From an optimization exercise on the open Yosys and OpenROAD flow, aimed at small area, a short achievable clock period and few clock cycles per item; shortcuts taken in it are not production practice.
RTL that was checked went through simulation tests only; none was proved equivalent to the original.
Only the layout flow was run in run 1; the RTL was not checked for function there.

File: flow/config.mk
export PLATFORM = sky130hd
export DESIGN_NAME = zd_digest
export DESIGN_NICKNAME = zd_digest
export VERILOG_FILES = /design/flow/design.v
export SDC_FILE = /design/flow/constraint.sdc
export NUM_CORES = 4
export LEC_CHECK = 0
export ABC_AREA = 1
export CAP_MARGIN = 20
export CORE_MARGIN = 2
export CORE_UTILIZATION = 60
export PLACE_DENSITY = 0.72
export SLEW_MARGIN = 20
File: flow/constraint.sdc
create_clock -name core_clock -period 50.0 [get_ports {clk}]
set_input_delay 10.0000 -clock core_clock [delete_from_list [all_inputs] [get_ports {clk}]]
set_output_delay 10.0000 -clock core_clock [all_outputs]
set_load 0.01 [all_outputs]
File: flow/design.v
module zd_digest (
    input  wire        clk,
    input  wire        rst,         
    input  wire        cfg_we,
    input  wire [1:0]  cfg_sel,     
    input  wire [63:0] cfg_data,
    input  wire        in_valid,
    output wire        in_ready,
    input  wire [23:0] in_data,
    input  wire        in_signed,   
    output wire        idle,
    output wire [60:0] acc,
    output wire [63:0] pos
);
    localparam [63:0] GOLD = 64'h9E37_79B9_7F4A_7C15;
    reg [63:0] seed_q;
    reg [63:0] pos_q;
    reg [63:0] z0, z1, z2;
    reg [23:0] x1, x2, x3;
    reg        s1, s2, s3;
    reg        xv1, xv2, xv3;
    reg [60:0] s_q, c_q;
    reg [60:0] acc_q;
    reg        rst_q;
    reg        reinit;
    reg        idle_q;
    wire wr_seed = cfg_we && cfg_sel == 2'd0;
    wire wr_pos  = cfg_we && cfg_sel == 2'd1;
    wire wr_acc  = cfg_we && cfg_sel == 2'd2;
    wire accept  = in_valid && !reinit && !cfg_we;
    wire [63:0] npos    = ~pos_q;
    wire [63:0] z0_init = seed_q + (pos_q << 0) + (pos_q << 2) + (pos_q << 4) + (npos << 10) + (pos_q << 15) + (pos_q << 17) + (pos_q << 19) + (pos_q << 22) + (npos << 24) + (npos << 31) + (pos_q << 33) + (npos << 35) + (npos << 38) + (pos_q << 41) + (npos << 43) + (npos << 47) + (npos << 51) + (pos_q << 54) + (npos << 57) + (pos_q << 61) + (pos_q << 63) + 64'ha0400202004a8015;
    wire [63:0] y0  = z0 ^ (z0 >> 30);
    wire [63:0] ny0 = ~z0 ^ (z0 >> 30);
    wire [63:0] y1  = z1 ^ (z1 >> 27);
    wire [63:0] ny1 = ~z1 ^ (z1 >> 27);
    always @(posedge clk) begin
        if (reinit)
            z0 <= z0_init;
        else if (accept)
            z0 <= z0 + GOLD;
        z1 <= (y0 << 0) + (ny0 << 3) + (ny0 << 6) + (ny0 << 9) + (y0 << 11) + (ny0 << 13) + (y0 << 16) + (y0 << 18) + (ny0 << 21) + (y0 << 24) + (ny0 << 26) + (y0 << 29) + (y0 << 32) + (ny0 << 34) + (ny0 << 36) + (ny0 << 39) + (y0 << 43) + (y0 << 46) + (ny0 << 51) + (ny0 << 53) + (ny0 << 55) + (ny0 << 62) + 64'h40a8009404202248;
        z2 <= (ny1 << 0) + (ny1 << 2) + (ny1 << 4) + (y1 << 9) + (y1 << 12) + (y1 << 16) + (ny1 << 20) + (y1 << 22) + (ny1 << 24) + (y1 << 26) + (y1 << 28) + (ny1 << 32) + (ny1 << 34) + (ny1 << 38) + (y1 << 41) + (y1 << 43) + (y1 << 46) + (y1 << 52) + (ny1 << 54) + (y1 << 56) + (y1 << 58) + (y1 << 60) + (y1 << 63) + 64'h0040004501100015;
    end
    wire [63:0] m    = z2 ^ (z2 >> 31);
    wire [61:0] f    = {1'b0, m[60:0]} + {59'd0, m[63:61]};
    wire [60:0] f2   = f[60:0] + {60'd0, f[61]};
    wire [60:0] coef_d = (f2 == 61'd0 || &f2) ? 61'd1 : f2;
    reg  [60:0] coef;
    always @(posedge clk) coef <= coef_d;
    wire [25:0] xb = {{2{s3 & x3[23]}}, x3};    
    wire [26:0] xe = {xb, 1'b0};
    function [60:0] rotl(input [60:0] v, input integer k);
        rotl = (k == 0) ? v : ((v << k) | (v >> (61 - k)));
    endfunction
    reg [60:0] pp [0:12];
    integer i;
    always @(*) begin
        for (i = 0; i < 13; i = i + 1) begin : booth
            reg b0, b1, b2, one, two;
            b0 = xe[2*i];
            b1 = xe[2*i+1];
            b2 = xe[2*i+2];
            one = xv3 & (b1 ^ b0);
            two = xv3 & ((b2 & ~b1 & ~b0) | (~b2 & b1 & b0));
            pp[i] = (({61{one}} & rotl(coef, 2*i)) | ({61{two}} & rotl(coef, 2*i+1)))
                    ^ {61{b2}};
        end
    end
    function [121:0] csa(input [60:0] a, input [60:0] b, input [60:0] c);
        reg [60:0] sm, cy;
        begin
            sm = a ^ b ^ c;
            cy = (a & b) | (a & c) | (b & c);
            csa = {cy[59:0], cy[60], sm};
        end
    endfunction
    wire [121:0] l1a = csa(s_q,   c_q,   pp[0]);
    wire [121:0] l1b = csa(pp[1], pp[2], pp[3]);
    wire [121:0] l1c = csa(pp[4], pp[5], pp[6]);
    wire [121:0] l1d = csa(pp[7], pp[8], pp[9]);
    wire [121:0] l1e = csa(pp[10], pp[11], pp[12]);
    wire [121:0] l2a = csa(l1a[60:0], l1a[121:61], l1b[60:0]);
    wire [121:0] l2b = csa(l1b[121:61], l1c[60:0], l1c[121:61]);
    wire [121:0] l2c = csa(l1d[60:0], l1d[121:61], l1e[60:0]);
    wire [121:0] l3a = csa(l2a[60:0], l2a[121:61], l2b[60:0]);
    wire [121:0] l3b = csa(l2b[121:61], l2c[60:0], l2c[121:61]);
    wire [121:0] l4a = csa(l3a[60:0], l3a[121:61], l3b[60:0]);
    wire [121:0] l5a = csa(l4a[60:0], l4a[121:61], l3b[121:61]);
    wire [121:0] l6a = csa(l5a[60:0], l5a[121:61], l1e[121:61]);
    wire [61:0] ru  = {1'b0, s_q} + {1'b0, c_q};
    wire [61:0] rt  = {1'b0, s_q} + {1'b0, c_q} + 62'd1;
    wire [60:0] res = rt[61] ? rt[60:0] : ru[60:0];
    always @(posedge clk) begin
        x1 <= in_data;
        s1 <= in_signed;
        x2 <= x1;
        s2 <= s1;
        x3 <= x2;
        s3 <= s2;
        acc_q <= res;
        rst_q <= rst;
        if (rst_q) begin
            seed_q <= 64'd0;
            s_q    <= 61'd0;
            c_q    <= 61'd0;
        end else begin
            if (wr_seed) seed_q <= cfg_data;
            if (wr_acc) begin
                s_q <= cfg_data[60:0];
                c_q <= 61'd0;
            end else begin
                s_q <= l6a[60:0];
                c_q <= l6a[121:61];
            end
        end
        if (rst_q)
            pos_q <= 64'd0;
        else if (wr_pos)
            pos_q <= cfg_data;
        else if (accept)
            pos_q <= pos_q + 64'd1;
        if (rst) begin
            xv1    <= 1'b0;
            xv2    <= 1'b0;
            xv3    <= 1'b0;
            reinit <= 1'b1;
            idle_q <= 1'b0;
        end else begin
            xv1    <= accept;
            xv2    <= xv1;
            xv3    <= xv2;
            reinit <= rst_q || wr_seed || wr_pos;
            idle_q <= !(rst_q || accept || xv1 || xv2 || xv3 || wr_acc);
        end
    end
    assign in_ready = !reinit;
    assign idle     = idle_q;
    assign acc      = acc_q;
    assign pos      = pos_q;
endmodule
File: flow/run.sh
#!/bin/bash
# synth_recipe.tcl (not shown) runs the flow's synth.tcl, then flattens the netlist and writes it again
# the make line also repeats each setting of config.mk as NAME=value (left out here)
make -C /OpenROAD-flow-scripts/flow DESIGN_CONFIG=/design/flow/config.mk WORK_HOME=/design/flow/orfs CLKGATE_MAP_FILE= SYNTH_SCRIPT=/design/flow/synth_recipe.tcl finish
==> run_results.csv, run 1 <==
group,metric,value,unit
detailed_routing,first_pass_iters,9,
clock_tree,cts-htree-levels,3,
detailed_routing,drt_iter0_drc,14800,
worst_setup_path,crit_fanout,11,
detailed_routing,wl,508,mm
global_routing,grt_pass1_wl,741,mm
worst_setup_path,r2r_setup_slack,41340,ps
detailed_routing,vias_per_cell,6.09,
timing,maxSlewViolCount,0,
worst_setup_path,cp-start-kind,"flip-flop",
timing,setup_ws,37640,ps
worst_setup_path,crit_family,"flip-flops",
placement,io_buffers,221,
clock_tree,clkTransAtPathRegs,60,ps
cells_and_area,area_delta_synth_final,6.55,%
worst_setup_path,cp_cell_sequence,"clkdlybuf4s50_1",
clock_tree,clk_path_buf_depth,3,
worst_setup_path,r2r_cells,30,
cells_and_area,drive_gt1_share,4.19,%
timing,fmax,80.9,MHz
clock_tree,postCtsSetupBuffers,0,
worst_hold_path,min_delay_path_depth,0,
detailed_routing,drc,0,
worst_setup_path,end_kind,"output port",
timing,finalSetupTns,0,ps
floorplan,die_area,219000,um^2
cells_and_area,design_area,138000,um^2
clock_tree,cts_resized,0,
timing,min_period,12360,ps
timing,setup_violations,0,
synthesis,post_synth.cell_area_avg,8.48,um^2
detailed_routing,ant_nets,0,
placement,placed_area,135000,um^2
timing,slew_headroom,22.7,%
timing,timing.final.crit_share,24.7,%
worst_setup_path,slowest_stage,"dfxtp_1",
detailed_routing,num_vias,111000,
cells_and_area,final_common_cell,"inv_1",
clock_tree,cts_made_buffers,81,
synthesis,yosysSeqAreaShare,10.5,%
floorplan,fp-row-count,170,
worst_setup_path,max_stage_delay,900,ps
floorplan,die_w,468,um
placement,dp_hpwl,408,mm
job,maxCapViolCount,0,
worst_hold_path,worstHoldPathType,"flip-flop to flip-flop",
timing,hold_ws,314,ps
worst_setup_path,worst-setup-path-type,"flip-flop to output port",
global_routing,grt_max_degree,99,
cells_and_area,final_nets,18700,
timing,worstMarginPinSlew,1150,ps
synthesis,synth-edff-count,64,
worst_setup_path,worst-endpoint-required,40000,ps
synthesis,ys.flop_type,"dfxtp_1",
detailed_routing,wire_per_inst,28.0,um
synthesis,synthesis.nets,18700,
worst_setup_path,crit_cells,1,
worst_setup_path,worstPathArrival,2360,ps
timing,hold_viol,0,
floorplan,core,214000,um^2
floorplan,ioPinCount,222,
synthesis,async_flop_share,0,%
floorplan,initial_core_util,60.3,%
timing,skew,69.3,ps
placement,place_congestion,1.09,
global_routing,grt_usage,46.8,%
run_status,status,"no timing/DRC/antenna violations",
clock_tree,cts.sinks,645,
synthesis,synth_cell_types,65,
global_routing,antenna_found_initial,32,
cells_and_area,final_cell_mix,"3,420 x inv_1, 2,478 x fa_1, 1,922 x nand2_1, 1,115 x xor2_1, 1,077 x nor2_1",
worst_setup_path,crit_buf_inv,1,
clock_tree,ctsHoldBuffers,0,
clock_tree,tritoncts,"done",
synthesis,synth_seq_cells,645,
placement,post-place-ws,37010,ps
synthesis,synthCells,15200,
synthesis,netlist_area,129000,um^2
global_routing,gr-total-overflow,0,
clock_tree,clock_latency,800,ps
synthesis,yosysWarnings,2,
clock_tree,cts_root_buf,"clkbuf_16",
global_routing,grt_pass1_vias,111000,
timing,rsz0062_at_grt,"false",
floorplan,die_h,468,um
==> cells in the mapped netlist (all sizes together) (2+ instances only) <==
library cell / count / share of area, %
or2: 31 / 0.15
nor2: 1135 / 3.4
nand3: 372 / 1.5
clkbuf: 484 / 1.4
o31ai: 10 / 0.058
and3: 7 / 0.034
xnor2: 202 / 1.4
xor2: 1126 / 7.6
edfxtp: 64 / 1.5
a21o: 26 / 0.15
nor3b: 6 / 0.035
o22ai: 738 / 3.6
buf: 32 / 0.19
and2: 4 / 0.019
a22oi: 2 / 0.012
nand4: 139 / 0.68
ha: 925 / 9.0
o21a: 29 / 0.17
dfxtp: 581 / 9.0
nor3: 123 / 0.49
a31o: 4 / 0.027
o221ai: 17 / 0.12
a221oi: 5 / 0.034
o21ai: 465 / 1.8
a21boi: 14 / 0.081
nand2: 1953 / 5.7
a31oi: 123 / 0.60
o32ai: 2 / 0.014
o21bai: 40 / 0.24
clkinv: 68 / 0.26
fa: 2478 / 38
nand3b: 8 / 0.046
o211ai: 20 / 0.12
a21oi: 466 / 1.8
o2bb2ai: 2 / 0.014
a211oi: 7 / 0.041
inv: 3483 / 10
nor4: 34 / 0.17
==> state kept, by name (all words and copies together), names as in the netlist, 24 cells and up <==
name,cells
acc_q,61
z2,64
c_q,61
coef,61
z0,64
s_q,61
x3,24
x2,24
x1,24
z1,64
seed_q,64
pos_q,64
==> per-stage QoR <==
step,instances,util [%]
after floorplan,15200,-
after global placement,18000,62.8
after detailed placement,18000,62.8
after CTS,18100,64.2
after global routing,18100,64.2
final,18100,64.2
==> final timing paths <==
path                                        startpoint             end
worst max-delay path            pos_q[39]$_SDFFE_PP0P_         pos[39]
worst min-delay path                     x2[0]$_DFF_P_   x3[0]$_DFF_P_
worst max register to register        z0[30]$_DFFE_PP_  z1[62]$_DFF_P_
worst min register to register           x2[0]$_DFF_P_   x3[0]$_DFF_P_
==> cell families after synthesis <==
logic type / Yosys count / synth area share [%]
AOI/OAI and AO/OA: 1976 / 8.90
xor gates and xnor gates: 1328 / 9.01
adders and majority gates: 3403 / 47.4
buffers and inverters: 4067 / 12.0
DFF: 645 / 10.5
muxes: 1 / 0.00775
and+or+nand+nor: 3814 / 12.3
==> layout make-up <==
| type | instances | area [um^2] |
|---|---|---|
| antenna | 18 | 45.0 |
| clock buffer | 106 | 2290 |
| clock inverter | 44 | 567 |
| fill | 18700 | 76800 |
| inverter | 3551 | 13400 |
| multi-input combinational | 10500 | 100000 |
| sequential | 645 | 13600 |
| tap | 2838 | 3550 |
| timing repair buffer | 421 | 3710 |
==> routing by layer <==
| layer | GRT usage, % | vias to the layer above | routed length, um |
|---|---|---|---|
| li1 | - | 46800 | - |
| met1 | 60.5 | 53700 | 185000 |
| met2 | 66.6 | 8113 | 210000 |
| met3 | 16.6 | 1871 | 71100 |
| met4 | 29.6 | 34 | 40800 |
| met5 | 2.06 | - | 798 |
==> run 2: changes to the inputs <==
--- a/flow/design.v
+++ b/flow/design.v
@@ -23,24 +23,34 @@
     reg [60:0] acc_q;
     reg        rst_q;
     reg        reinit;
+    reg        ready_q;
     reg        idle_q;
     wire wr_seed = cfg_we && cfg_sel == 2'd0;
     wire wr_pos  = cfg_we && cfg_sel == 2'd1;
     wire wr_acc  = cfg_we && cfg_sel == 2'd2;
     wire accept  = in_valid && !reinit && !cfg_we;
-    wire [63:0] npos    = ~pos_q;
-    wire [63:0] z0_init = seed_q + (pos_q << 0) + (pos_q << 2) + (pos_q << 4) + (npos << 10) + (pos_q << 15) + (pos_q << 17) + (pos_q << 19) + (pos_q << 22) + (npos << 24) + (npos << 31) + (pos_q << 33) + (npos << 35) + (npos << 38) + (pos_q << 41) + (npos << 43) + (npos << 47) + (npos << 51) + (pos_q << 54) + (npos << 57) + (pos_q << 61) + (pos_q << 63) + 64'ha0400202004a8015;
     wire [63:0] y0  = z0 ^ (z0 >> 30);
     wire [63:0] ny0 = ~z0 ^ (z0 >> 30);
     wire [63:0] y1  = z1 ^ (z1 >> 27);
     wire [63:0] ny1 = ~z1 ^ (z1 >> 27);
+    wire        sel = reinit;
+    wire [63:0] v   = sel ? pos_q : y1;
+    wire [63:0] nv  = sel ? ~pos_q : ny1;
+    wire [63:0] vx  = v ^ {64{sel}};
+    wire [63:0] vxn = ~vx;
+    wire [63:0] v_m  = v & ~{64{sel}};
+    wire [63:0] v_g  = v & {64{sel}};
+    wire [63:0] nv_m = nv & ~{64{sel}};
+    wire [63:0] nv_g = nv & {64{sel}};
+    wire [63:0] seed_g = seed_q & {64{sel}};
+    wire [63:0] prod = (vxn << 0) + (vxn << 2) + (vxn << 4) + (v_m << 9) + (nv_g << 10) + (v_m << 12) + (nv_g << 15) + (vx << 16) + (nv_g << 18) + (vxn << 20) + (v << 22) + (nv << 24) + (v_m << 26) + (v_m << 28) + (v_g << 31) + (vxn << 32) + (v_m << 34) + (nv << 35) + (nv << 38) + (v << 41) + (vx << 43) + (v_m << 46) + (nv_g << 47) + (v_g << 51) + (vx << 52) + (vxn << 54) + (nv_m << 56) + (nv << 57) + (nv_m << 59) + (v << 61) + (v << 63) + seed_g + 64'h0b40004901100015 + ({64{sel}} & 64'h950801b87f400000);
     always @(posedge clk) begin
         if (reinit)
-            z0 <= z0_init;
+            z0 <= prod;
         else if (accept)
             z0 <= z0 + GOLD;
         z1 <= (y0 << 0) + (ny0 << 3) + (ny0 << 6) + (ny0 << 9) + (y0 << 11) + (ny0 << 13) + (y0 << 16) + (y0 << 18) + (ny0 << 21) + (y0 << 24) + (ny0 << 26) + (y0 << 29) + (y0 << 32) + (ny0 << 34) + (ny0 << 36) + (ny0 << 39) + (y0 << 43) + (y0 << 46) + (ny0 << 51) + (ny0 << 53) + (ny0 << 55) + (ny0 << 62) + 64'h40a8009404202248;
-        z2 <= (ny1 << 0) + (ny1 << 2) + (ny1 << 4) + (y1 << 9) + (y1 << 12) + (y1 << 16) + (ny1 << 20) + (y1 << 22) + (ny1 << 24) + (y1 << 26) + (y1 << 28) + (ny1 << 32) + (ny1 << 34) + (ny1 << 38) + (y1 << 41) + (y1 << 43) + (y1 << 46) + (y1 << 52) + (ny1 << 54) + (y1 << 56) + (y1 << 58) + (y1 << 60) + (y1 << 63) + 64'h0040004501100015;
+        z2 <= prod;
     end
     wire [63:0] m    = z2 ^ (z2 >> 31);
     wire [61:0] f    = {1'b0, m[60:0]} + {59'd0, m[63:61]};
@@ -125,16 +135,18 @@
             xv2    <= 1'b0;
             xv3    <= 1'b0;
             reinit <= 1'b1;
+            ready_q <= 1'b0;
             idle_q <= 1'b0;
         end else begin
             xv1    <= accept;
             xv2    <= xv1;
             xv3    <= xv2;
             reinit <= rst_q || wr_seed || wr_pos;
+            ready_q <= !(rst_q || wr_seed || wr_pos);
             idle_q <= !(rst_q || accept || xv1 || xv2 || xv3 || wr_acc);
         end
     end
-    assign in_ready = !reinit;
+    assign in_ready = ready_q;
     assign idle     = idle_q;
     assign acc      = acc_q;
     assign pos      = pos_q;
==> flow/flow/run.sh (new file) <==
#!/bin/bash
# The standard layout (standard.sh), except that Yosys's synth runs with
# -noabc: its early "abc -fast" pass re-maps the full-adder trees of the RTL
# before extract_fa looks for them, which leaves many inverters between the
# adder cells. Register names and cell types are the same as the standard
# synthesis; the final ABC mapping is unchanged.
set -euo pipefail
bash standard.sh SYNTH_ARGS=-noabc finish > flow_standard.log 2>&1
==> flow/standard.sh (new file) <==
#!/bin/bash
# synth_recipe.tcl (not shown) runs the flow's synth.tcl, then flattens the netlist and writes it again
# the make line also repeats each setting of config.mk as NAME=value (left out here)
make -C /OpenROAD-flow-scripts/flow DESIGN_CONFIG=/design/flow/config.mk WORK_HOME=/design/flow/orfs CLKGATE_MAP_FILE= SYNTH_SCRIPT=/design/flow/synth_recipe.tcl "${@:-finish}"
==> flow/config.mk (replaced) <==
export PLATFORM = sky130hd
export DESIGN_NAME = zd_digest
export DESIGN_NICKNAME = zd_digest
export VERILOG_FILES = /design/flow/design.v
export SDC_FILE = /design/flow/constraint.sdc
export NUM_CORES = 4
export LEC_CHECK = 0
export ABC_AREA = 0
export CAP_MARGIN = 20
export CORE_MARGIN = 2
export CORE_UTILIZATION = 55
export PLACE_DENSITY = 0.68
export SLEW_MARGIN = 20
removed: flow/run.sh
==> run 2 against run 1 <==
Compared with the run above:
- sequential share of layout area increased by 1.7 points
- register-to-register slack got worse by 2800 ps
- first-iteration DRC count decreased by 19%
==> run_results.csv, run 2 <==
group,metric,value,unit
global_routing,gr-total-overflow,0,
timing,rsz0062_at_grt,"false",
placement,placed_area,115000,um^2
global_routing,grt_pass1_wl,689,mm
global_routing,busiest_layer,"met2",
worst_setup_path,worstPathArrival,2200,ps
synthesis,synthDominantCellAreaShare,41.9,%
global_routing,antenna_found_initial,24,
worst_setup_path,crit_fanout,10,
clock_tree,clock_latency,790,ps
global_routing,grtUsageMet3,17.2,%
detailed_routing,vias_per_cell,6.89,
timing,min_period,12200,ps
detailed_routing,num_vias,88600,
clock_tree,clkTransAtPathRegs,70,ps
synthesis,netlist_area,110000,um^2
detailed_routing,ant_nets,0,
synthesis,synthesis.nets,13400,
floorplan,initial_core_util,55.5,%
detailed_routing,wl,482,mm
clock_tree,cts.sinks,646,
cells_and_area,final_common_cell,"fa_1",
worst_setup_path,slowest_stage,"clkdlybuf4s50_1",
detailed_routing,drc,0,
worst_setup_path,crit_buf_inv,1,
global_routing,use_met2,70.2,%
floorplan,core,198000,um^2
global_routing,grt_usage,47.9,%
worst_hold_path,hp-start,"x2[7]$_DFF_P_",
clock_tree,postCtsSetupBuffers,0,
floorplan,die_h,451,um
run_status,status,"no timing/DRC/antenna violations",
synthesis,synthCells,10300,
clock_tree,tritoncts,"done",
clock_tree,cts_root_buf,"clkbuf_16",
worst_setup_path,worst-setup-path-type,"flip-flop to output port",
placement,dp_hpwl,382,mm
cells_and_area,final_nets,13200,
timing,worstMarginPinSlew,1200,ps
global_routing,gr-usage-met1,58.2,%
clock_tree,clk_path_buf_depth,3,
clock_tree,ctsHoldBuffers,0,
timing,hold_viol,0,
cells_and_area,area_delta_synth_final,7.28,%
synthesis,synth-edff-count,64,
timing,slew_headroom,19.7,%
worst_setup_path,timing.rr.start,"z1[27]$_DFF_P_",
timing,finalSetupTns,0,ps
synthesis,post_synth.cell_area_avg,10.7,um^2
floorplan,fp-row-count,163,
placement,place_congestion,1.14,
worst_setup_path,worst-endpoint-required,40000,ps
clock_tree,cts_resized,0,
cells_and_area,final_cell_mix,"2,298 x fa_1, 1,029 x xnor2_1, 689 x ha_1, 684 x a22oi_1, 588 x nand2_1",
worst_setup_path,cp_cell_sequence,"clkdlybuf4s50_1",
floorplan,ioPinCount,222,
synthesis,yosysSeqAreaShare,12.4,%
floorplan,die_w,451,um
detailed_routing,wire_per_inst,37.5,um
synthesis,ys.flop_type,"dfxtp_1",
detailed_routing,drt_iter0_drc,12000,
synthesis,yosysWarnings,2,
placement,io_buffers,221,
cells_and_area,drive_gt1_share,7.13,%
clock_tree,cts-htree-levels,3,
synthesis,async_flop_share,0,%
synthesis,synth_cell_types,104,
cells_and_area,design_area,118000,um^2
worst_setup_path,crit_family,"buffers and inverters",
worst_setup_path,cp-start-kind,"flip-flop",
floorplan,die_area,203000,um^2
synthesis,yosysTopAreaCell,"fa_1",
synthesis,ys_top_cells_by_area,"fa_1 42%, dfxtp_1 11%, xnor2_1 8.4%",
timing,fmax,81.9,MHz
clock_tree,cts_made_buffers,79,
synthesis,synth_seq_cells,646,
synthesis,yosysMostFrequentCell,"fa_1",
timing,timing.final.crit_share,24.4,%
timing,setup_violations,0,
job,maxCapViolCount,0,
timing,maxSlewViolCount,0,
global_routing,grt_pass1_vias,92200,
worst_hold_path,worstHoldPathType,"flip-flop to flip-flop",
worst_setup_path,setup.worst_path.start,"pos_q[39]$_SDFFE_PP0P_",
global_routing,grt_max_degree,109,
worst_setup_path,max_stage_delay,740,ps
worst_setup_path,end_kind,"output port",
timing,skew,69.3,ps
detailed_routing,first_pass_iters,9,
synthesis,synthTopCellsByCount,"2,298 x fa_1, 1,053 x xnor2_1, 689 x ha_1, 684 x a22oi_1, 657 x clkbuf_1",
## run 2: worst paths after layout
check        slack [ps]          endpoint  cells past startpoint
max               37800           pos[39]                      1
min                 320     x3[7]$_DFF_P_                      0
max reg2reg       38570  z0[47]$_DFFE_PP_                     29
min reg2reg         320     x3[7]$_DFF_P_                      0
## run 2: cells by family after synthesis
kind of cell / count (synthesis) / synth area share (%)
adder cells (fa/ha/maj): 2987 / 49.8
AND/OR/NAND/NOR: 2004 / 9.43
AO/OA/AOI/OAI: 2002 / 12.4
buffers and inverters: 1266 / 4.51
XOR/XNOR: 1241 / 9.97
flip-flops: 646 / 12.4
multiplexers: 149 / 1.47
## run 2: metrics by stage
stage / hold WS (ps) / instances / util [%] / setup slack, ps
after floorplan: 310 / 10300 / - / 38060
after global placement: 310 / 12700 / 58.0 / 37380
after detailed placement: 312 / 12700 / 58.0 / 37420
after CTS: 323 / 12800 / 59.4 / 37780
after global routing: 327 / 12800 / 59.5 / 37800
final: 316 / 12900 / 59.5 / 37800
## run 2: routing by layer
metal / wire length, um / vias to the layer above
li1: - / 34600
met3: 63300 / 1898
met5: 144 / -
met1: 166000 / 45100
met4: 46500 / 22
met2: 206000 / 6957
## run 2: area by class of cell
cell class | instances | area [um^2]
Tap cell | 2640 | 3300
Inverter | 546 | 2050
Timing Repair Buffer | 478 | 4180
Clock inverter | 52 | 668
Multi-Input combinational cell | 8383 | 91700
Antenna cell | 14 | 35.0
Sequential cell | 646 | 13600
Clock buffer | 94 | 2120
Fill cell | 16500 | 80100
Testbench counts of run 2, summed over its fixed seeds: cycles 14,953, items 14,281.

what the ideal ports hide:
How much do the figures lean on ideal ports? The routed layouts below were timed once more, with nothing changed but the port constraints. Step 1 (the two cells are an assumption about what drives the block):
set clk [get_ports {clk}]
set_driving_cell -lib_cell sky130_fd_sc_hd__clkbuf_16 $clk
set_driving_cell -lib_cell sky130_fd_sc_hd__buf_2 [delete_from_list [all_inputs] $clk]
Step 2, shift: input delay + t, output delay - t, t = (earliest + latest rising clock arrival at the registers) / 2. This alone moves slack from input paths to output paths. Slacks: no drivers / after step 1 / after step 2; pairs: no drivers / after step 1.
run	shift t [ns]	setup slack, ns	worst setup path at the end
run 1	0.861	37.643 / 37.540 / 36.857	input to register
run 2	0.861	37.795 / 37.693 / 37.278	input to register
After both steps setup and hold are still met in every run listed. For run 1, which loses most, drivers alone change the setup slack by -0.103 ns; drivers and shift together by -0.786 ns.
